Context: an optimization exercise on an open-source flow, tuned for small area. The choices shown serve that exercise and are no tape-out recipe. Function was checked by simulation only, so behaviour that the tests miss may differ from the original. No activity file was given, so power comes from the tool's default toggle rates.

[design/flow/config.mk]
export PLATFORM = sky130hd
export DESIGN_NAME = twist_framer
export DESIGN_NICKNAME = twist_framer
export VERILOG_FILES = /design/flow/design.v
export SDC_FILE = /design/flow/constraint.sdc
export NUM_CORES = 4
export LEC_CHECK = 0
export CAP_MARGIN = 0
export CORE_MARGIN = 2
export CORE_UTILIZATION = 40
export CTS_BUF_LIST = sky130_fd_sc_hd__clkbuf_2 sky130_fd_sc_hd__clkbuf_4 sky130_fd_sc_hd__clkbuf_8
export CTS_CLUSTER_DIAMETER = 100
export CTS_CLUSTER_SIZE = 30
export SLEW_MARGIN = 0
[design/flow/constraint.sdc]
create_clock -name core_clock -period 8.0 [get_ports {clk}]
set_input_delay 1.6000 -clock core_clock [delete_from_list [all_inputs] [get_ports {clk}]]
set_output_delay 1.6000 -clock core_clock [all_outputs]
set_load 0.01 [all_outputs]
[design/flow/design.v]
module twist_framer (
    input  wire        clk,
    input  wire        rst,           
    input  wire [3:0]  lane,          
    input  wire [7:0]  tap,
    input  wire [15:0] fleyth,
    input  wire [1:0]  just,
    input  wire        lf,
    input  wire        cwv,
    input  wire [14:0] cwp,
    input  wire [43:0] unit_id,
    input  wire [7:0]  mode0,
    input  wire [7:0]  mode1,
    input  wire [7:0]  lane_info,
    input  wire [7:0]  bundle,
    input  wire [39:0] pl_word,
    output wire        pl_take,
    output reg  [1:0]  sym,
    output wire        frame_start,
    output reg         stuff,
    output wire        ovf
);
    localparam [30:0] FAW      = 31'h7125_B696;
    localparam [43:0] SEED_LOW = 44'h5A5_A5A5_A5A5;
    reg [13:0] pos;           
    reg [4:0]  fn;
    reg [2:0]  scr_ofs;
    reg        run_ovf;
    reg [5:0]  run_len;
    reg [9:0]  widx;          
    reg [4:0]  wsym;          
    reg [1:0]  just_q;
    reg [79:0] mf;            
    reg [57:0] scr;           
    reg [37:0] wsr;           
    wire        latch      = (pos == 14'd1);
    wire        in_faw     = (pos < 14'd31);
    wire        is_guard   = (&pos);
    wire        content_left = (widx != 10'd814);
    wire        in_oh      = (&widx[9:2]);
    wire        active     = !in_faw && !is_guard;
    wire        is_stuff   = active && (run_len == 6'd47) && content_left;
    wire        is_content = active && !is_stuff && content_left;
    wire        is_oh      = is_content && in_oh;
    wire        is_payload = is_content && !in_oh;
    wire        oh_crc     = (&widx[1:0]) && (wsym >= 5'd12);       
    wire        oh_last    = (&widx[1:0]) && (wsym == 5'd19);       
    wire        word_start = (wsym == 5'd0);
    wire        data_word  = (widx < 10'd812) ||
                             (widx == 10'd812 && !just_q[1]) ||
                             (widx == 10'd813 && just_q == 2'd0);
    assign pl_take     = is_payload && word_start && data_word;
    assign frame_start = latch;
    assign ovf         = (pos == 14'd0) && run_ovf;
    wire [1:0]  just_eff = (just == 2'd3) ? 2'd1 : just;
    wire [79:0] mf_in    = {unit_id, lane, mode0, mode1, lane_info, bundle};
    localparam [15:0] CRC_OF_ZEROS = 16'hE139;   
    wire [6:0]  crc_t    = pos[6:0];                    
    wire        crc_win  = (fn == 5'd19) && (&pos[13:7]) &&
                           (crc_t >= 7'd16) && (crc_t < 7'd96);
    wire        fn_hi    = fn[4] && fn[2];                  
    wire [4:0]  nib_idx  = (fn == 5'd19 && pos[13]) ? crc_t[6:2] :
                           fn_hi ? {3'b000, fn[1:0]} : fn;
    reg  [3:0]  nib;
    always @(*) begin
        case (nib_idx)
            5'd0: nib = mf[79:76];
            5'd1: nib = mf[75:72];
            5'd2: nib = mf[71:68];
            5'd3: nib = mf[67:64];
            5'd4: nib = mf[63:60];
            5'd5: nib = mf[59:56];
            5'd6: nib = mf[55:52];
            5'd7: nib = mf[51:48];
            5'd8: nib = mf[47:44];
            5'd9: nib = mf[43:40];
            5'd10: nib = mf[39:36];
            5'd11: nib = mf[35:32];
            5'd12: nib = mf[31:28];
            5'd13: nib = mf[27:24];
            5'd14: nib = mf[23:20];
            5'd15: nib = mf[19:16];
            5'd16: nib = mf[15:12];
            5'd17: nib = mf[11:8];
            5'd18: nib = mf[7:4];
            5'd19: nib = mf[3:0];
            default: nib = 4'b0000;         
        endcase
    end
    wire        crc_in   = nib[3 - pos[1:0]];            
    wire [15:0] crc_step = {mf[78:64], crc_in} ^ (mf[79] ? 16'h1021 : 16'h0000);
    wire [3:0]  crc_fix  = CRC_OF_ZEROS[15 - 4 * fn[1:0] -: 4];
    wire [3:0]  mfb      = (fn == 5'd0) ? unit_id[43:40] :
                           fn_hi ? nib ^ crc_fix : nib;
    wire [55:0] oh_body  = {tap, fleyth, fn, scr_ofs, mfb, just_eff, run_ovf, lf, cwv, cwp};
    wire        sb1  = scr[57] ^ scr[38];
    wire        sb2  = scr[56] ^ scr[37];
    wire [57:0] scr2 = {scr[55:0], sb1, sb2};
    wire [1:0] pw    = word_start ? pl_word[39:38] : wsr[37:36];
    wire [1:0] pbits = data_word ? pw : 2'b00;
    wire [1:0] sbits = pbits ^ {sb1, sb2};
    wire [1:0] plev  = {sbits[1], sbits[1] ^ sbits[0]};    
    wire       ohbit = oh_crc ? (wsym[0] ? scr[6] : scr[7])
                              : (wsym[0] ? scr[56] : scr[57]);
    wire       c_mask = (widx[1:0] == 2'd0) || (widx[1:0] == 2'd1 && wsym[4:1] == 4'd0);
    wire       fbA   = in_oh && !oh_crc && (scr[57] ^ (scr[7] && !c_mask));
    wire       fbB   = in_oh && !oh_crc && (scr[56] ^ (scr[6] && !c_mask));
    reg [1:0] level;
    always @(*) begin
        if (in_faw)
            level = {2{FAW[30 - pos[4:0]]}};
        else if (is_oh)
            level = {2{ohbit}};
        else if (is_payload)
            level = plev;
        else
            level = {2{~sym[1]}};
    end
    always @(posedge clk) begin
        if (rst) begin
            pos     <= 14'd0;
            fn      <= 5'd0;
            scr_ofs <= 3'd0;
            run_ovf <= 1'b0;
            sym     <= 2'd0;
            run_len <= 6'd0;
            stuff   <= 1'b0;
        end else begin
            pos   <= pos + 14'd1;
            sym   <= level;
            stuff <= is_stuff;
            if (level == sym)
                run_len <= run_len + 6'd1;
            else
                run_len <= 6'd1;
            if (is_guard) begin
                fn      <= (fn == 5'd23) ? 5'd0 : fn + 5'd1;
                run_ovf <= content_left;
                if (content_left)
                    scr_ofs <= scr_ofs + 3'd1;
            end
        end
    end
    always @(posedge clk) begin
        if (latch) begin
            widx <= 10'd1020;
            wsym <= 5'd16;
        end else if (is_content) begin
            if (wsym == 5'd19) begin
                wsym <= 5'd0;
                widx <= widx + 10'd1;
            end else begin
                wsym <= wsym + 5'd1;
            end
        end
    end
    always @(posedge clk)
        if (latch)
            just_q <= just_eff;
    always @(posedge clk)
        if (latch && fn == 5'd0)
            mf <= mf_in;
        else if (crc_win)
            mf[79:64] <= crc_step;
    always @(posedge clk) begin
        if (latch)
            scr <= {oh_body, 2'b00};
        else if (is_oh && oh_last)
            scr <= {2'b10, scr_ofs, fn, wsr[3:0], SEED_LOW};
        else if (is_payload || (is_oh && wsym[0]))
            scr <= {scr[55:2], scr[1] ^ fbA, scr[0] ^ fbA ^ fbB,
                    in_oh ? {fbA ^ fbB, fbB} : {sb1, sb2}};
    end
    always @(posedge clk) begin
        if (latch)
            wsr[3:0] <= lane;
        else if (is_payload) begin
            if (word_start)
                wsr <= pl_word[37:0];
            else
                wsr <= {wsr[35:0], 2'b00};
        end
    end
endmodule
[design/flow/flow/run.sh]
#!/bin/bash
# Layout: the standard ORFS flow, with the port buffers made from the
# smallest buffer cell and a clock tree of sky130_fd_sc_hd__clkbuf_16 leaf buffers without dummy loads.
set -euo pipefail
bash standard.sh \
  BUFFER_PORTS_ARGS="-buffer_cell sky130_fd_sc_hd__buf_1" \
  CTS_ARGS="-sink_clustering_enable -repair_clock_nets -dont_use_dummy_load -sink_clustering_size 30 -sink_clustering_max_diameter 100 -buf_list {sky130_fd_sc_hd__clkbuf_16}" \
  finish > standard_flow.log 2>&1
[design/flow/standard.sh]
#!/bin/bash
# synth_recipe.tcl (not shown) runs the flow's synth.tcl, then flattens the netlist and writes it again
# the make line also repeats each setting of config.mk as NAME=value (left out here)
make -C /OpenROAD-flow-scripts/flow DESIGN_CONFIG=/design/flow/config.mk WORK_HOME=/design/flow/orfs CLKGATE_MAP_FILE= SYNTH_SCRIPT=/design/flow/synth_recipe.tcl "${@:-finish}"
==> summary.md, run 1 <==
| Metric | Value |
|---|---|
| # rows | 59 |
| Yosys top cell by area | edfxtp_1 |
| Largest net degree at the start of global routing | 55 |
| Core area | 26,200 µm² |
| Max FO, Critical Path | 38 |
| Final WL | 27,100 µm |
| Clock latency on the worst-skew pair | approximately 0.49 ns |
| Antenna Cells | 0 |
| H-tree depth | 1 |
| Initial antenna violation count | 0 |
| Post-synth EDFFs | 176 |
| P_int | 0.00168 W |
| Post-cts hold buffer count | 0 |
| Setup crit start kind | flop |
| Gate power share | approximately 8.4% |
| Die area | 28,100 µm² |
| Cell Count, Final, Fillers Out | ~1.4k |
| Most frequent cell after synthesis | edfxtp_1 |
| Clock slew at reported path FFs | 0.11 ns |
| Clock Skew | 0.0790 ns |
| Share of cells above drive strength 1 | between 8 and 9% |
| Routed length per placed instance | 19.5 µm |
| Sequential Power Share | 62.5% |
| Number of global-route vias before repair | about 7.4k |
| All-Layer GR Usage | a little under a fifth |
| Tmin final | 5.32 ns |
| Syn Std Cell Area | 10,700 µm² |
| Synth unique cells | 79 |
| Gp weighted congestion | 0.877 |
| #FFs+latches synth | 225 |
| CP Launch Point | pos[0] |
| Placed Instance Area | approximately 12,000 µm² |
| Clock Power Share | slightly below 30% |
| Die Wd | approximately 170 µm |
| Via-per-instance ratio | 5.62 |
| Die H | 168 µm |
| Top cells by area, synth | edfxtp_1 49%, dfxtp_1 9.2%, mux2_2 3.8% |
| CTS sink count | around 230 |
| Slew Limit Fails | 0 |
| Area of the multi-input gates | 4120 µm² |
| Sequential-to-total area share from yosys stat | 58.5% |
| CTS buffer count | 12 |
| Slew HR | between 30% and 40% |
| GRT Residual Overflow | 0 |
| Post-CTS Setup Bufs | 0 |
| CP endpoint kind | output pin |
| Psw | 0.000512 W |
| CTS resizes | 0 |
| Static Leakage | approximately 4 nW |
| Status | no timing/DRC/antenna violations |
| Dpl hpwl | between 15,000 and 20,000 µm |
| Kind of critical path | flop to output pin |
| CTS Buffer Depth | 3 |
| Drt initial violations | 670 |
| Hold Path Origin | run_len[0] |
| Total number of yosys warnings | 1 |
| Fillers | 2,436 |
| Register area | 6270 µm² |
| Initial DRT Pass Iterations | 5 |
| Max Freq | 188 MHz |
| Ys async rst share | 0% |
| Clock Tree Root | clkbuf_16 |
| Final core occ | 45.6% |
| Post-Syn Area per Cell | 11.7 µm² |
| Hold Vio Cnt, Final | 0 |
| Maximum Capacitance Violations | 0 |
| Sw Ratio | 23.4% |
| Vias after detailed routing | 7,777 |
| Final Cell Area | roughly 12,000 µm² |
| Min-delay worst type | flop to flop |
| Top FF cell, synth | edfxtp_1 |
| Starting density of the core | roughly two fifths |
| Most instantiated cells after synthesis | 176 x edfxtp_1, 105 x nand2_1, 59 x nor2_1 |
| Pwr dens | 183 nW/µm² |
| CP Data Required Time | 6.40 ns |
| Peak VDD IR | 0.000137 V |
| Placed Cells | 1,373 |
| IO Pins | 171 |
| DRC | 0 |
| TritonCTS clock tree | yes |
| FF-to-FF Start | pos[0] |
| I/O Buffers | 170 |
| Final setup fails | 0 |
| Worst path arrival time | 3.72 ns |
| Synth top area share | slightly below 50% |
| Nets | 1,232 |
| Worst slew pin tran | 0.969 ns |
| Area delta synth->final | 11.6% |
| Syn Nets | 1,096 |
| Unrepaired setup endpoints after global routing | false |
| Cells after Synth | between 900 and 1k |
| First-pass GRT wire length | just over 40,000 µm |
| Final period util | 66.5% |
| Setup tns final | 0 ns |
| Final ANT Viol Nets | 0 |
[path summary, 6_finish.rpt]
check	cells after the start	endpoint	slack (ns)
worst min-delay path	1	run_len[0]	0.47
worst min register to register	1	run_len[0]	0.47
worst max register to register	7	scr[36]	3.75
worst max-delay path	8	pl_take	2.68
[power by group through the flow]
stage               sequential (W)  clock (W)  combinational (W)
floorplan                  0.00138          0           0.000116
CTS                        0.00137   0.000653           0.000186
global route               0.00137   0.000687           0.000205
finish                     0.00137   0.000637           0.000184
detailed placement         0.00139          0           0.000185
global placement           0.00139          0           0.000184
[worst max-delay path, stage by stage, from the launching register on]
cell	delay, ns
dfxtp_1	0.57
ha_1	0.33
nand4_1	0.22
and3_1	0.31
nor3_2	0.53
nand2_1	0.21
inv_2	0.64
and3_1	0.26
buf_1	0.15
[sequential cells by signal, indices dropped and copies added, names as in the netlist]
name     cells
widx        10
wsym         5
stuff        1
scr         58
wsr         38
run_len      6
pos         14
scr_ofs      3
fn           5
sym          2
mf          80
just_q       2
run_ovf      1
[logic make-up after synthesis]
| logic type | Yosys count | share of synthesized area, % |
|---|---|---|
| simple gates | 306 | 14.1 |
| flops | 225 | 58.5 |
| compound gates | 190 | 13.8 |
| buf+inv | 88 | 3.34 |
| xor+xnor | 48 | 3.92 |
| mux | 44 | 4.65 |
| fa+ha+maj | 15 | 1.75 |
[cells in the final DEF, fill, tap and decap left out, types with 14 or more instances in the layout]
| cell type | synthesis | routed |
|---|---|---|
| edfxtp_1 | 176 | 176 |
| buf_1 | 2 | 170 |
| nand2_1 | 105 | 105 |
| nor2_1 | 59 | 58 |
| dfxtp_1 | 49 | 49 |
| nand3_1 | 38 | 37 |
| mux2_2 | 36 | 36 |
| xnor2_1 | 34 | 34 |
| a221o_1 | 30 | 30 |
| inv_1 | 23 | 22 |
| a21oi_1 | 22 | 22 |
| o21ai_0 | 20 | 20 |
| and3_1 | 19 | 19 |
| a22o_1 | 19 | 19 |
| nor3_1 | 17 | 16 |
| o211ai_1 | 16 | 16 |
| ha_1 | 15 | 15 |
| buf_4 | 1 | 15 |
| xor2_1 | 14 | 14 |
[final cells by class]
type                            instances  share of cell area [%]
Sequential cell                       225                    52.4
Tap cell                              335                    3.51
Inverter                               25                   0.785
Clock buffer                           12                    2.51
Multi-Input combinational cell        603                    34.5
Timing Repair Buffer                  185                    6.28
[routing by layer]
layer,share of wire [%],track usage (%),vias up
li1,-,-,3733
met3,5.7,2.95,23
met5,0,0,-
met2,47,30.0,261
met4,1.6,3.40,0
met1,46,27.1,3760
[per-stage QoR]
step | hold slack (ns) | setup slack (ns) | power [W]
floorplan | 0.428 | 3.67 | 0.00150
detailed placement | 0.454 | 3.16 | 0.00158
finish | 0.469 | 2.68 | 0.00219
CTS | 0.471 | 2.62 | 0.00221
global placement | 0.444 | 3.29 | 0.00158
global route | 0.493 | 2.30 | 0.00227
==> run 2, diff against run 1 <==
--- a/design/flow/design.v
+++ b/design/flow/design.v
@@ -96,7 +96,31 @@
     wire        sb1  = scr[57] ^ scr[38];
     wire        sb2  = scr[56] ^ scr[37];
     wire [57:0] scr2 = {scr[55:0], sb1, sb2};
-    wire [1:0] pw    = word_start ? pl_word[39:38] : wsr[37:36];
+    reg  [1:0] pw;
+    always @(*) begin
+        case (wsym)
+            5'd1: pw = wsr[37:36];
+            5'd2: pw = wsr[35:34];
+            5'd3: pw = wsr[33:32];
+            5'd4: pw = wsr[31:30];
+            5'd5: pw = wsr[29:28];
+            5'd6: pw = wsr[27:26];
+            5'd7: pw = wsr[25:24];
+            5'd8: pw = wsr[23:22];
+            5'd9: pw = wsr[21:20];
+            5'd10: pw = wsr[19:18];
+            5'd11: pw = wsr[17:16];
+            5'd12: pw = wsr[15:14];
+            5'd13: pw = wsr[13:12];
+            5'd14: pw = wsr[11:10];
+            5'd15: pw = wsr[9:8];
+            5'd16: pw = wsr[7:6];
+            5'd17: pw = wsr[5:4];
+            5'd18: pw = wsr[3:2];
+            5'd19: pw = wsr[1:0];
+            default: pw = pl_word[39:38];
+        endcase
+    end
     wire [1:0] pbits = data_word ? pw : 2'b00;
     wire [1:0] sbits = pbits ^ {sb1, sb2};
     wire [1:0] plev  = {sbits[1], sbits[1] ^ sbits[0]};    
@@ -174,11 +198,7 @@
     always @(posedge clk) begin
         if (latch)
             wsr[3:0] <= lane;
-        else if (is_payload) begin
-            if (word_start)
-                wsr <= pl_word[37:0];
-            else
-                wsr <= {wsr[35:0], 2'b00};
-        end
+        else if (is_payload && word_start)
+            wsr <= pl_word[37:0];
     end
 endmodule
==> design/flow/flow/run.sh (replaced) <==
#!/bin/bash
# Layout: the standard ORFS flow (standard.sh) with
#  - synthesis mapped by ABC with an area-oriented script (flow/synth_area.tcl,
#    flow/area.abc); the registers are those of the standard synthesis;
#  - the port buffers made from the smallest buffer cell;
#  - a clock tree of clkbuf_16 leaf buffers, each driving up to 30 sinks,
#    without dummy loads.
# The full output of the flow is in standard_flow.log; ORFS's own logs are
# under orfs/logs.
set -euo pipefail
HERE=$(pwd)
bash standard.sh \
  SYNTH_SCRIPT="$HERE/flow/synth_area.tcl" \
  FLOW_SYNTH_TCL="$HERE/synth_recipe.tcl" \
  AREA_ABC_SCRIPT="$HERE/flow/area.abc" \
  BUFFER_PORTS_ARGS="-buffer_cell sky130_fd_sc_hd__buf_1" \
  CTS_ARGS="-sink_clustering_enable -repair_clock_nets -dont_use_dummy_load -sink_clustering_size 30 -sink_clustering_max_diameter 100 -buf_list {sky130_fd_sc_hd__clkbuf_16}" \
  finish > standard_flow.log 2>&1
==> design/flow/flow/area.abc (new file) <==
strash
&get -n
&fraig -x
&put
scorr
dc2
strash
&get -n
&dch -f
&nf -R 1000 -p -a -A 4
&put
==> design/flow/flow/synth_area.tcl (new file) <==
# The standard synthesis (synth_recipe.tcl, which sources ORFS's synth.tcl),
# with ABC's technology mapping run from an area-oriented script
# (flow/area.abc) in place of ORFS's speed script. Registers are mapped
# before ABC runs, so they are the same as in the standard synthesis.
proc abc {args} {
  set i [lsearch -exact $args -script]
  if {$i >= 0} { lset args [expr {$i + 1}] $::env(AREA_ABC_SCRIPT) }
  yosys abc {*}$args
}
source $::env(FLOW_SYNTH_TCL)
==> design/flow/config.mk (replaced) <==
export PLATFORM = sky130hd
export DESIGN_NAME = twist_framer
export DESIGN_NICKNAME = twist_framer
export VERILOG_FILES = /design/flow/design.v
export SDC_FILE = /design/flow/constraint.sdc
export NUM_CORES = 4
export LEC_CHECK = 0
export CAP_MARGIN = 0
export CORE_MARGIN = 2
export CORE_UTILIZATION = 65
export SLEW_MARGIN = 0
==> summary.md, run 2 <==
| Metric | Value |
|---|---|
| CP Data Required Time | 6.40 ns |
| Core area | 14,500 µm² |
| H-tree depth | 1 |
| Syn Std Cell Area | 9670 µm² |
| Die Wd | 126 µm |
| CP endpoint kind | output pin |
| Clock slew at reported path FFs | about 0.11 ns |
| Worst setup endpoint | pl_take |
| Nets | 1,158 |
| IO Pins | roughly 170 |
| Status | no timing/DRC/antenna violations |
| Reg-to-reg slack, setup | roughly 2.7 ns |
| Final ANT Viol Nets | 0 |
| Clock latency on the worst-skew pair | roughly 0.47 ns |
| Fillers | a little under 1k |
| CP Launch Point | pos[0] |
| Largest register FFs | 80 |
| Final setup fails | 0 |
| Most instantiated cells after synthesis | 176 x edfxtp_1, 126 x nand2_1, 81 x nor2_1 |
| Die H | ~130 µm |
| Final WS setup | approximately 2.3 ns |
| Initial antenna violation count | 0 |
| Die area | 15,900 µm² |
| #FFs+latches synth | between 200 and 250 |
| Pwr Total | 0.00211 W |
| Peak VDD IR | around 0.00024 V |
| Worst path arrival time | 4.07 ns |
| Drt initial violations | 997 |
| Clock Skew | 0.0232 ns |
| Hold Vio Cnt, Final | 0 |
| Placed Instance Area | 10,600 µm² |
| Top cells by area, synth | edfxtp_1 55%, dfxtp_1 10%, nand2_1 4.9% |
| GRT Residual Overflow | 0 |
| Worst slew pin tran | approximately 1.1 ns |
| Slew Limit Fails | 0 |
| Via-per-instance ratio | 6.36 |
| Starting density of the core | 66.6% |
| Tmin final | about 5.7 ns |
| DRC | 0 |
| # rows | 44 |
| First-pass GRT wire length | ~37,000 µm |
| Pwr dens | 194 nW/µm² |
| CTS sink count | 225 |
| Maximum Capacitance Violations | 0 |
| Syn Nets | between 900 and 1k |
| Final WL | 23,000 µm |
| Gp weighted congestion | between 0.9 and 1 |
| Final Cell Area | 10,900 µm² |
| Hold WS | 0.503 ns |
| Max FO, Critical Path | 13 |
| Synth unique cells | 46 |
| Cells after Synth | between 700 and 800 |
| All-Layer GR Usage | 28.9% |
| Area delta synth->final | 12.3% |
| TritonCTS clock tree | yes |
| Min-delay worst type | flop to flop |
| Leading cell type in the layout, fill and taps excluded | edfxtp_1 |
| Setup tns final | 0 ns |
| CTS buffer count | 11 |
| Top FF cell, synth | edfxtp_1 |
| Register area | 6270 µm² |
| Total number of yosys warnings | 1 |
| Slew HR | 25.6% |
| Routed length per placed instance | 19.9 µm |
| Largest registers | mf: 80 flops, scr: 58 flops, wsr: 38 flops |
| Share of cells above drive strength 1 | under 10% |
| Post-CTS Setup Bufs | 0 |
| CTS resizes | 0 |
| CTS Buffer Depth | 3 |
| Final period util | 70.8% |
| I/O Buffers | 170 |
| Post-synth EDFFs | 176 |
| Unrepaired setup endpoints after global routing | false |
| Ys async rst share | 0% |
| Number of global-route vias before repair | roughly 7k |
| Sequential-to-total area share from yosys stat | 64.8% |
| Max Freq | 177 MHz |
| Antenna Cells | 0 |
| Area of the multi-input gates | 3350 µm² |
| Worst reg2reg endpoint | scr[15] |
| Post-cts hold buffer count | 0 |
| Setup crit start kind | flop |
| Clock Tree Root | clkbuf_16 |
| Biggest register | mf |
| Static Leakage | 3.74 nW |
| R2r worst-path depth | 14 |
| Post-Syn Area per Cell | 12.3 µm² |
| Initial DRT Pass Iterations | 6 |
| Vias after detailed routing | between 7k and 8k |
| FF-to-FF Start | pos[0] |
| Synth top area share | a little over half |
| Most frequent cell after synthesis | edfxtp_1 |
| Dpl hpwl | 16,700 µm |
| Placement Setup Slack | 2.69 ns |
| Largest net degree at the start of global routing | 84 |
| Yosys top cell by area | edfxtp_1 |
| Most frequent cells in the layout | 176 x edfxtp_1, 170 x buf_1, 126 x nand2_1 |
| Kind of critical path | flop to output pin |
[run 2: changes by cell type after synthesis, sizes merged, moves of 14 or more]
cell and change:
clkinv +16, nor2 +21, nand3 -18, clkbuf -53, mux2 -36, a222oi +20
a22oi +25, inv -25, xnor2 -18, nand2 +21, o211ai -14
[run 2: worst min path at each step]
stage | cells after the start | slack (ns) | endpoint | startpoint
after global placement | 1 | 0.46 | run_len[0] | run_len[0]
after global routing | 1 | 0.51 | widx[9] | widx[9]
after CTS | 1 | 0.50 | widx[9] | widx[9]
after detailed placement | 1 | 0.49 | widx[9] | widx[9]
after floorplan | 1 | 0.44 | widx[9] | widx[9]
final | 1 | 0.50 | widx[9] | widx[9]
[run 2: power by group]
group          switching, W  internal (W)
Clock              0.000330      0.000249
Combinational      0.000105     0.0000607
Sequential        0.0000287       0.00134
Total              0.000463       0.00165
[run 2: per-layer routing]
| metal | global-route usage (%) | wire length [µm] |
|---|---|---|
| met5 | 0 | 0 |
| met4 | 5.43 | 396 |
| met3 | 3.61 | 2140 |
| met2 | 45.5 | 10800 |
| met1 | 44.5 | 9700 |
[run 2: kinds of logic after synthesis]
family | share of synthesized area, %
XOR/XNOR | 2.72
buffers and inverters | 0.660
AO/OA/AOI/OAI | 13.9
multiplexers | 0.879
flip-flops | 64.8
adder cells (fa/ha/maj) | 2.33
AND/OR/NAND/NOR | 14.8
[run 2: cell type report]
type                            count  area share (%)
Clock buffer                       11            2.53
Inverter                           16           0.553
Multi-Input combinational cell    545            30.8
Sequential cell                   225            57.7
Tap cell                          184            2.12
Timing Repair Buffer              176            6.29
[run 2: critical path, cell delays in order (launching register included)]
cell	delay, ns
dfxtp_1	0.50
ha_1	0.27
and4_1	0.26
nor2b_1	0.25
and3_1	0.24
nand3_1	0.10
nor2_1	0.21
nand2_1	0.18
and3_1	0.26
nand3_1	0.14
and2_0	0.60
nand4_1	0.27
nor2_1	0.17
buf_1	0.16
[run 2: per-stage QoR]
step | std cells | util [%]
2_1_floorplan | 787 | -
3_3_place_gp | 1146 | 72.9
3_5_place_dp | 1146 | 72.9
4_1_cts | 1157 | 74.8
5_1_grt | 1157 | 74.8
6_report | 1157 | 74.8
==> run 3, diff against run 2 <==
==> design/flow/flow/run.sh (replaced) <==
#!/bin/bash
# Layout: the standard ORFS flow (standard.sh) with
#  - synthesis mapped by ABC with an area-oriented script (flow/synth_area.tcl,
#    flow/area.abc); the registers are those of the standard synthesis;
#  - the port buffers made from the smallest buffer cell;
#  - a clock tree of clkbuf_16 leaf buffers, each driving up to 30 sinks,
#    fed from a clkbuf_8 root through clkbuf_4/8 buffers,
#    without dummy loads.
# The full output of the flow is in standard_flow.log; ORFS's own logs are
# under orfs/logs.
set -euo pipefail
HERE=$(pwd)
bash standard.sh \
  SYNTH_SCRIPT="$HERE/flow/synth_area.tcl" \
  FLOW_SYNTH_TCL="$HERE/synth_recipe.tcl" \
  AREA_ABC_SCRIPT="$HERE/flow/area.abc" \
  BUFFER_PORTS_ARGS="-buffer_cell sky130_fd_sc_hd__buf_1" \
  CTS_ARGS="-sink_clustering_enable -repair_clock_nets -dont_use_dummy_load -sink_clustering_size 30 -sink_clustering_max_diameter 100 -buf_list {sky130_fd_sc_hd__clkbuf_4 sky130_fd_sc_hd__clkbuf_8} -sink_clustering_buffer sky130_fd_sc_hd__clkbuf_16 -root_buf sky130_fd_sc_hd__clkbuf_8" \
  finish > standard_flow.log 2>&1
--- a/design/flow/config.mk
+++ b/design/flow/config.mk
@@ -8,4 +8,5 @@
 export CAP_MARGIN = 0
 export CORE_MARGIN = 2
 export CORE_UTILIZATION = 65
+export GPL_TIMING_DRIVEN = 0
 export SLEW_MARGIN = 0
==> summary.md, run 3 <==
| Metric | Value |
|---|---|
| Setup crit start kind | flop |
| Share of cells above drive strength 1 | 2.26% |
| Fillers | roughly 950 |
| Nets | 1,157 |
| Grt met1 use | 43.5% |
| CP Data Required Time | between 6 and 7 ns |
| Status | no timing/DRC/antenna violations |
| Crit-path cells | ha_1 -> and4_1 -> nor2b_1 -> and3_1 -> nand3_1 -> nor2_1 -> nand2_1 -> and3_1 -> nand3_1 -> and2_0 -> nand4_1 -> nor2_1 -> buf_1 |
| Worst path arrival time | 4.33 ns |
| H-tree depth | 1 |
| Max FO, Critical Path | 13 |
| Placed Instance Area | 10,600 µm² |
| #FFs+latches synth | about 230 |
| Unrepaired setup endpoints after global routing | false |
| Final WS setup | 2.07 ns |
| Cells after Synth | 787 |
| Peak VDD IR | 0.000217 V |
| Initial antenna violation count | 0 |
| Setup tns final | 0 ns |
| Worst path max stage delay | about 0.6 ns |
| Post-Syn Area per Cell | 12.3 µm² |
| Most frequent cell after synthesis | edfxtp_1 |
| Die H | around 130 µm |
| DRC | 0 |
| Final Cell Area | 10,900 µm² |
| Syn Std Cell Area | a little under 10,000 µm² |
| Starting density of the core | 66.6% |
| Pwr dens | about 190 nW/µm² |
| Slew Limit Fails | 0 |
| Core area | between 10,000 and 15,000 µm² |
| Initial DRT Pass Iterations | 5 |
| Final setup fails | 0 |
| Top Usage Layer GRT | met2 |
| Largest register FFs | 80 |
| Post-CTS Setup Bufs | 0 |
| Die area | 15,900 µm² |
| Top FF cell, synth | edfxtp_1 |
| Total number of yosys warnings | 1 |
| Kind of critical path | flop to output pin |
| Final WL | 22,900 µm |
| CP endpoint kind | output pin |
| IO Pins | ~170 |
| First-pass GRT wire length | ~37,000 µm |
| CTS sink count | 225 |
| Most instantiated cells after synthesis | 176 x edfxtp_1, 126 x nand2_1, 81 x nor2_1 |
| Placement Setup Slack | 2.63 ns |
| Gp weighted congestion | 0.879 |
| Largest net degree at the start of global routing | 69 |
| CTS buffer count | 11 |
| Syn Nets | 970 |
| Met3 GRT Util | 3.65% |
| Dpl hpwl | around 17,000 µm |
| GRT Residual Overflow | 0 |
| TritonCTS clock tree | yes |
| Post-synth EDFFs | 176 |
| Hold Vio Cnt, Final | 0 |
| Die Wd | 126 µm |
| Most frequent cells in the layout | 176 x edfxtp_1, 171 x buf_1, 126 x nand2_1 |
| Sequential-to-total area share from yosys stat | 64.8% |
| All-Layer GR Usage | 28.9% |
| Clock slew at reported path FFs | 0.11 ns |
| Clock latency on the worst-skew pair | a little under 0.5 ns |
| Yosys top cell by area | edfxtp_1 |
| M2 GR Usage | 46.2% |
| Worst slew pin tran | 1.19 ns |
| Min-delay worst type | flop to flop |
| CTS Buffer Depth | 3 |
| Post-cts hold buffer count | 0 |
| Maximum Capacitance Violations | 0 |
| Crit path max-delay cell type | and2_0 |
| Clock Skew | between 0.03 and 0.04 ns |
| Synth top area share | 54.6% |
| Leading cell type in the layout, fill and taps excluded | edfxtp_1 |
| Final period util | 74.1% |
| Top cells by area, synth | edfxtp_1 55%, dfxtp_1 10%, nand2_1 4.9% |
| Antenna Cells | 0 |
| Clock Tree Root | clkbuf_8 |
| Hold WS | 0.484 ns |
| Tmin final | slightly below 6 ns |
| Via-per-instance ratio | 6.35 |
| Ys async rst share | 0% |
| Routed length per placed instance | 19.8 µm |
| Slew HR | 20.9% |
| CTS resizes | 0 |
| Static Leakage | 3.74 nW |
| Vias after detailed routing | 7,340 |
| Number of global-route vias before repair | 7,037 |
| I/O Buffers | between 150 and 200 |
| Largest registers | mf: 80 flops, scr: 58 flops, wsr: 38 flops |
| Area delta synth->final | 12.5% |
| Biggest register | mf |
| Drt initial violations | 1,070 |
| Synth unique cells | 46 |
| Max Freq | 169 MHz |
| # rows | 44 |
| Final ANT Viol Nets | 0 |
[run 3: cell counts after synthesis]
No cell type changed its count.
[run 3: stage by stage]
step           util [%]  cells  total power (W)
2_1_floorplan         -    787          0.00148
3_3_place_gp       72.5   1141          0.00155
3_5_place_dp       73.2   1145          0.00156
4_1_cts            74.9   1156          0.00209
5_1_grt            74.9   1156          0.00215
6_report           74.9   1156          0.00208
[run 3: cell families after synthesis]
kind of cell             after synthesis  synth area share [%]
AND/OR/NAND/NOR                      313                  14.8
flip-flops                           225                  64.8
AO/OA/AOI/OAI                        178                  13.9
XOR/XNOR                              30                  2.72
adder cells (fa/ha/maj)               18                  2.33
buffers and inverters                 17                 0.660
multiplexers                           6                 0.879
[run 3: layer usage]
| metal | wire, µm | up-vias |
|---|---|---|
| li1 | - | 3425 |
| met1 | 9930 | 3524 |
| met5 | 0 | - |
| met2 | 10800 | 364 |
| met3 | 1780 | 27 |
| met4 | 430 | 0 |
[run 3: cell type report]
class	count	area [µm²]	share of cell area [%]
Sequential cell	225	6270	57.6
Multi-Input combinational cell	545	3350	30.8
Timing Repair Buffer	174	728	6.69
Clock buffer	11	241	2.22
Tap cell	184	230	2.12
Inverter	16	62.6	0.575
Buffer	1	3.75	0.0345
[run 3: path summary, 6_finish.rpt]
path	cells after the start	slack, ns	endpoint	startpoint
min reg2reg	1	0.48	widx[9]	widx[9]
max	13	2.07	pl_take	pos[0]
min	1	0.48	widx[9]	widx[9]
max reg2reg	15	2.50	scr[53]	pos[0]
[run 3: worst max-delay path: cells and delay by family (launching register included)]
| kind | cells | cell delay, ns |
|---|---|---|
| and+or+nand+nor | 11 | 2.89 |
| buffers and inverters | 1 | 0.17 |
| adders and majority gates | 1 | 0.26 |
| DFF | 1 | 0.51 |
[run 3: where the power goes]
| part | leakage [nW] | internal (W) | switching, W |
|---|---|---|---|
| registers | 2.05 | 0.00134 | 0.0000269 |
| clock network | 0.120 | 0.000216 | 0.000329 |
| logic | 1.57 | 0.0000636 | 0.000105 |
==> run 4, diff against run 3 <==
--- a/design/flow/config.mk
+++ b/design/flow/config.mk
@@ -7,6 +7,5 @@
 export LEC_CHECK = 0
 export CAP_MARGIN = 0
 export CORE_MARGIN = 2
-export CORE_UTILIZATION = 65
-export GPL_TIMING_DRIVEN = 0
+export CORE_UTILIZATION = 80
 export SLEW_MARGIN = 0
==> summary.md, run 4 <==
| Metric | Value |
|---|---|
| FF-to-FF Start | pos[0] |
| CP endpoint kind | output pin |
| CP Data Required Time | between 6 and 7 ns |
| Worst reg2reg endpoint | scr[5] |
| CTS buffer count | 11 |
| Static Leakage | 3.72 nW |
| Final setup fails | 0 |
| Post-cts hold buffer count | 0 |
| Initial DRT Pass Iterations | 6 |
| Via-per-instance ratio | 7.16 |
| Share of cells above drive strength 1 | 2.37% |
| Maximum Capacitance Violations | 0 |
| First-pass GRT wire length | 40,200 µm |
| Most frequent cells in the layout | 176 x edfxtp_1, 170 x buf_1, 126 x nand2_1 |
| Max FO, Critical Path | 13 |
| Hold endpoint | widx[9] |
| Setup tns final | 0 ns |
| Syn Nets | 970 |
| Min-delay worst type | flop to flop |
| Final period util | a little under three quarters |
| Largest register FFs | 80 |
| Peak VDD IR | 0.000235 V |
| Clock Skew | 0.0500 ns |
| Core area | between 10,000 and 15,000 µm² |
| Final WL | 26,500 µm |
| Largest net degree at the start of global routing | 84 |
| Setup crit start kind | flop |
| Initial antenna violation count | 0 |
| Syn Std Cell Area | 9670 µm² |
| Most frequent cell after synthesis | edfxtp_1 |
| Largest registers | mf: 80 flops, scr: 58 flops, wsr: 38 flops |
| CP Launch Point | pos[0] |
| Post-synth EDFFs | between 150 and 200 |
| Biggest register | mf |
| Cells after Synth | 787 |
| Met3 GRT Util | 7.33% |
| Die area | 13,000 µm² |
| Hold Path Stages | 1 |
| Post-CTS Setup Bufs | 0 |
| Area of the multi-input gates | 3350 µm² |
| Placed Cells | between 1k and 1.5k |
| GRT Residual Overflow | 0 |
| Worst slew pin tran | ~1.3 ns |
| Number of global-route vias before repair | 7,728 |
| Slew Limit Fails | 0 |
| Reg-to-reg slack, setup | approximately 2.6 ns |
| CTS Buffer Depth | 3 |
| Hold Path Origin | widx[9] |
| Clock latency on the worst-skew pair | 0.51 ns |
| Total number of yosys warnings | 1 |
| # rows | 40 |
| IO Pins | 171 |
| Top cells by area, synth | edfxtp_1 55%, dfxtp_1 10%, nand2_1 4.9% |
| Pwr Total | 0.00209 W |
| Antenna Cells | 0 |
| Drt initial violations | approximately 1.7k |
| Nets | 1,157 |
| CTS sink count | 225 |
| Gp weighted congestion | 0.964 |
| Hold Vio Cnt, Final | 0 |
| Routed length per placed instance | roughly 24 µm |
| Most instantiated cells after synthesis | 176 x edfxtp_1, 126 x nand2_1, 81 x nor2_1 |
| Tmin final | 5.70 ns |
| #FFs+latches synth | 225 |
| Cell Count, Final, Fillers Out | approximately 1.1k |
| Leading cell type in the layout, fill and taps excluded | edfxtp_1 |
| Die Wd | 114 µm |
| Grt met1 use | 52.5% |
| Die H | 114 µm |
| Top FF cell, synth | edfxtp_1 |
| Clock slew at reported path FFs | 0.11 ns |
| Sequential-to-total area share from yosys stat | 64.8% |
| Area delta synth->final | 11.4% |
| Synth unique cells | 46 |
| Starting density of the core | 81.2% |
| Clock Tree Root | clkbuf_8 |
| Top Usage Layer GRT | met2 |
| Max Freq | 175 MHz |
| Synth top area share | 54.6% |
| Vias after detailed routing | 8,016 |
| Post-Syn Area per Cell | 12.3 µm² |
| Register area | 6270 µm² |
| R2r worst-path depth | 13 |
| Fillers | 485 |
| Dpl hpwl | 18,200 µm |
| DRC | 0 |
| Yosys top cell by area | edfxtp_1 |
| Pwr dens | between 150 and 200 nW/µm² |
| Slew HR | 16.3% |
| Kind of critical path | flop to output pin |
| I/O Buffers | 170 |
| All-Layer GR Usage | between 40% and 50% |
| CTS resizes | 0 |
| Final ANT Viol Nets | 0 |
| Worst path arrival time | 4.10 ns |
| Unrepaired setup endpoints after global routing | false |
| Ys async rst share | 0% |
| H-tree depth | 1 |
| Status | no timing/DRC/antenna violations |
| M2 GR Usage | 69.5% |
| TritonCTS clock tree | yes |
## run 4: cell counts after synthesis
Identical to the previous run, type by type.
## run 4: cell type report
class                      count  share of cell area [%]
timing repair buffer         175                    6.27
multi-input combinational    545                    31.1
sequential                   225                    58.1
tap                          147                    1.71
inverter                      16                   0.557
clock buffer                  11                    2.24
## run 4: critical path, cell delays in order (launching register included)
cell     delay (ns)
dfxtp_1        0.50
ha_1           0.25
and4_1         0.26
nor2b_1        0.27
and3_1         0.24
nand3_1        0.08
nor2_1         0.23
nand2_1        0.19
and3_1         0.27
nand3_1        0.15
and2_0         0.57
nand4_1        0.26
nor2_1         0.16
buf_1          0.16
## run 4: cells by family after synthesis
logic type	synth area share, %
AOI/OAI and AO/OA	13.9
xor gates and xnor gates	2.72
adders and majority gates	2.33
buffers and inverters	0.660
DFF	64.8
muxes	0.879
and+or+nand+nor	14.8
## run 4: worst max path at each step
stage | end | cells past startpoint
global route | pl_take | 13
floorplan | mf[64] | 7
CTS | pl_take | 13
global placement | scr[20] | 13
detailed placement | scr[14] | 13
finish | pl_take | 13
## run 4: stage by stage
step	util (%)	area, µm²	hold slack (ns)	setup slack (ns)
6_report	90.5	10800	0.516	2.30
5_1_grt	90.5	10800	0.532	2.05
4_1_cts	90.5	10800	0.512	2.35
3_5_place_dp	88.5	10500	0.480	2.68
3_3_place_gp	88.5	10500	0.461	3.01
2_1_floorplan	-	9670	0.445	2.32
## run 4: power by group
group	internal, W	switching, W
clock	0.000216	0.000330
combinational	0.0000600	0.000111
sequential	0.00134	0.0000320
total	0.00162	0.000473
## run 4: metal layers
metal | part of all wire [%] | routed length [µm] | vias to the layer above
li1 | - | - | 3414
met1 | 34 | 9110 | 3709
met2 | 49 | 12900 | 765
met3 | 12 | 3270 | 128
met4 | 4.4 | 1150 | 0
met5 | 0 | 0 | -
==> run 5, diff against run 4 <==
==> design/flow/run.sh (new file) <==
#!/bin/bash
# synth_recipe.tcl (not shown) runs the flow's synth.tcl, then flattens the netlist and writes it again
# the make line also repeats each setting of config.mk as NAME=value (left out here)
make -C /OpenROAD-flow-scripts/flow DESIGN_CONFIG=/design/flow/config.mk WORK_HOME=/design/flow/orfs CLKGATE_MAP_FILE= SYNTH_SCRIPT=/design/flow/synth_recipe.tcl finish
--- a/design/flow/config.mk
+++ b/design/flow/config.mk
@@ -7,5 +7,8 @@
 export LEC_CHECK = 0
 export CAP_MARGIN = 0
 export CORE_MARGIN = 2
-export CORE_UTILIZATION = 80
+export CORE_UTILIZATION = 65
+export CTS_BUF_LIST = sky130_fd_sc_hd__clkbuf_16
+export CTS_CLUSTER_DIAMETER = 100
+export CTS_CLUSTER_SIZE = 30
 export SLEW_MARGIN = 0
removed: design/flow/flow/run.sh
removed: design/flow/flow/area.abc
removed: design/flow/flow/synth_area.tcl
removed: design/flow/standard.sh
==> summary.md, run 5 <==
| Metric | Value |
|---|---|
| Cells after Synth | 928 |
| Die H | about 130 µm |
| Hold Vio Cnt, Final | 0 |
| Initial DRT Pass Iterations | 6 |
| Most frequent cells in the layout | 176 x edfxtp_1, 170 x clkdlybuf4s50_1, 135 x nand2_1 |
| CP Data Required Time | 6.40 ns |
| Nets | 1,248 |
| CTS Buffer Depth | 3 |
| Slew HR | 37.0% |
| Clock Tree Root | clkbuf_16 |
| IO Pins | ~170 |
| Vias after detailed routing | 8,173 |
| CP endpoint kind | output pin |
| Max FO, Critical Path | 67 |
| All-Layer GR Usage | 30.5% |
| TritonCTS clock tree | yes |
| Via-per-instance ratio | 6.34 |
| Unrepaired setup endpoints after global routing | false |
| Setup crit start kind | flop |
| Top cells by area, synth | edfxtp_1 49%, dfxtp_1 9.1%, nand2_1 4.7% |
| Final ANT Viol Nets | 0 |
| Register area | 6270 µm² |
| #FFs+latches synth | 225 |
| I/O Buffers | 170 |
| Fillers | 1,031 |
| Most frequent cell after synthesis | edfxtp_1 |
| Total number of yosys warnings | 1 |
| Biggest register | mf |
| Top FF cell, synth | edfxtp_1 |
| Kind of critical path | flop to output pin |
| Final setup fails | 0 |
| Final period util | 65.1% |
| Setup tns final | 0 ns |
| Area delta synth->final | 19.5% |
| Maximum Capacitance Violations | 0 |
| Clock Skew | 0.0288 ns |
| CTS resizes | 0 |
| Most instantiated cells after synthesis | 176 x edfxtp_1, 135 x nand2_1, 55 x nor2_1 |
| Drt initial violations | 728 |
| Syn Std Cell Area | 10,800 µm² |
| Peak VDD IR | about 0.00023 V |
| Placed Instance Area | 12,600 µm² |
| Largest net degree at the start of global routing | 80 |
| H-tree depth | 1 |
| Slew Limit Fails | 0 |
| Die Wd | 133 µm |
| Clock latency on the worst-skew pair | 0.47 ns |
| Pwr dens | 174 nW/µm² |
| Tmin final | between 5 and 6 ns |
| Core area | 16,400 µm² |
| Area of the multi-input gates | 4160 µm² |
| Post-synth EDFFs | 176 |
| Ys async rst share | 0% |
| Dpl hpwl | 19,500 µm |
| Largest register FFs | 80 |
| Starting density of the core | 65.7% |
| Post-Syn Area per Cell | 11.6 µm² |
| Post-cts hold buffer count | 0 |
| Synth top area share | about half |
| First-pass GRT wire length | 42,600 µm |
| Clock slew at reported path FFs | 0.11 ns |
| Synth unique cells | 90 |
| Syn Nets | ~1.1k |
| Final Cell Area | 12,900 µm² |
| Post-CTS Setup Bufs | 0 |
| GRT Residual Overflow | 0 |
| Static Leakage | 4.61 nW |
| Initial antenna violation count | 0 |
| Antenna Cells | 0 |
| Yosys top cell by area | edfxtp_1 |
| CTS sink count | around 230 |
| Leading cell type in the layout, fill and taps excluded | edfxtp_1 |
| Routed length per placed instance | 20.9 µm |
| CTS buffer count | 11 |
| Gp weighted congestion | about 0.9 |
| Die area | about 18,000 µm² |
| DRC | 0 |
| Final WL | approximately 27,000 µm |
| Sequential-to-total area share from yosys stat | roughly three fifths |
| Share of cells above drive strength 1 | 6.17% |
| Worst slew pin tran | 0.945 ns |
| Number of global-route vias before repair | 8,127 |
| Min-delay worst type | flop to flop |
| Largest registers | mf: 80 flops, scr: 58 flops, wsr: 38 flops |
| Worst path arrival time | between 3 and 4 ns |
| Status | no timing/DRC/antenna violations |
| Pwr Total | 0.00225 W |
| Max Freq | between 150 and 200 MHz |
| # rows | between 40 and 50 |
## run 5: path summary, 6_finish.rpt
path	startpoint	endpoint	cells past startpoint	slack (ns)
min	widx[9]	widx[9]	2	0.52
max reg2reg	pos[0]	scr[22]	9	3.85
min reg2reg	widx[9]	widx[9]	2	0.52
max	pos[13]	frame_start	7	2.80
## run 5: kinds of logic (layout without fill, tap and decap cells)
family	count (synthesis)	in the layout	share of synthesized area [%]
and+or+nand+nor	341	341	15.8
DFF	225	225	58.1
AOI/OAI and AO/OA	193	193	13.9
buffers and inverters	80	221	3.41
xor gates and xnor gates	46	46	3.81
muxes	25	25	2.84
adders and majority gates	18	18	2.09
## run 5: area by class of cell
type,count,share of cell area [%]
Sequential cell,225,48.6
Inverter,24,0.699
Tap cell,220,2.14
Timing Repair Buffer,180,13.8
Clock inverter,6,0.379
Clock buffer,11,2.14
Multi-Input combinational cell,623,32.3
## run 5: power by group
part / internal [W] / leakage, nW / switching [W]
combinational: 0.000128 / 2.39 / 0.000122
sequential: 0.00134 / 2.05 / 0.0000317
clock: 0.000273 / 0.176 / 0.000354
total: 0.00174 / 4.61 / 0.000508
## run 5: worst max-delay path, stage by stage (launching register included)
cell and delay, ns:
dfxtp_1 0.41, nor4_2 0.36, nand3_1 0.14, nor4_1 0.25, nand2_1 0.55, inv_2 0.15, buf_4 0.59, clkdlybuf4s50_1 0.67
## run 5: metal layers
layer / track usage [%] / routed length (µm)
met5: 0 / 0
met4: 10.8 / 1110
met3: 3.18 / 1630
met2: 56.1 / 14100
met1: 37.5 / 10100
## run 5: per-stage QoR
step	hold slack, ns	std cells	setup slack, ns	util (%)
after floorplan	0.460	928	4.26	-
after global placement	0.474	1272	3.47	76.6
after detailed placement	0.484	1272	3.43	76.6
after CTS	0.515	1289	2.90	78.6
after global routing	0.536	1289	2.60	78.6
final	0.519	1289	2.80	78.6

-- re-timing with driven ports --
In the flow no input, the clock included, has a driving cell. The finished layouts below were timed again as built, in two steps. Step 1 assumes that a clkbuf_16 drives the clock port and a buf_2 every other input. Step 2 also shifts input and output timing later by t, the mid clock arrival at the registers, as if the neighbouring blocks saw the same clock. Three values: no drivers, after step 1, after step 2; two values: the first two.
run | t (ns) | setup WS [ns] | worst hold slack (ns) | clock arrival spread, ns | worst register clock-pin slew, ns
run 1 | 0.503 | 2.682 / 2.634 / 3.137 | 0.469 / 0.469 / 0.469 | 0.079 / 0.079 | 0.12 / 0.12
run 2 | 0.496 | 2.335 / 2.292 / 2.669 | 0.503 / 0.503 / 0.503 | 0.024 / 0.023 | 0.11 / 0.11
run 3 | 0.516 | 2.069 / 2.032 / 2.505 | 0.484 / 0.484 / 0.484 | 0.045 / 0.045 | 0.12 / 0.12
run 4 | 0.515 | 2.300 / 2.265 / 2.572 | 0.516 / 0.516 / 0.516 | 0.050 / 0.050 | 0.11 / 0.11
run 5 | 0.502 | 2.796 / 2.752 / 3.254 | 0.519 / 0.519 / 0.519 | 0.029 / 0.029 | 0.11 / 0.11
After both steps setup and hold are still met in every run listed.
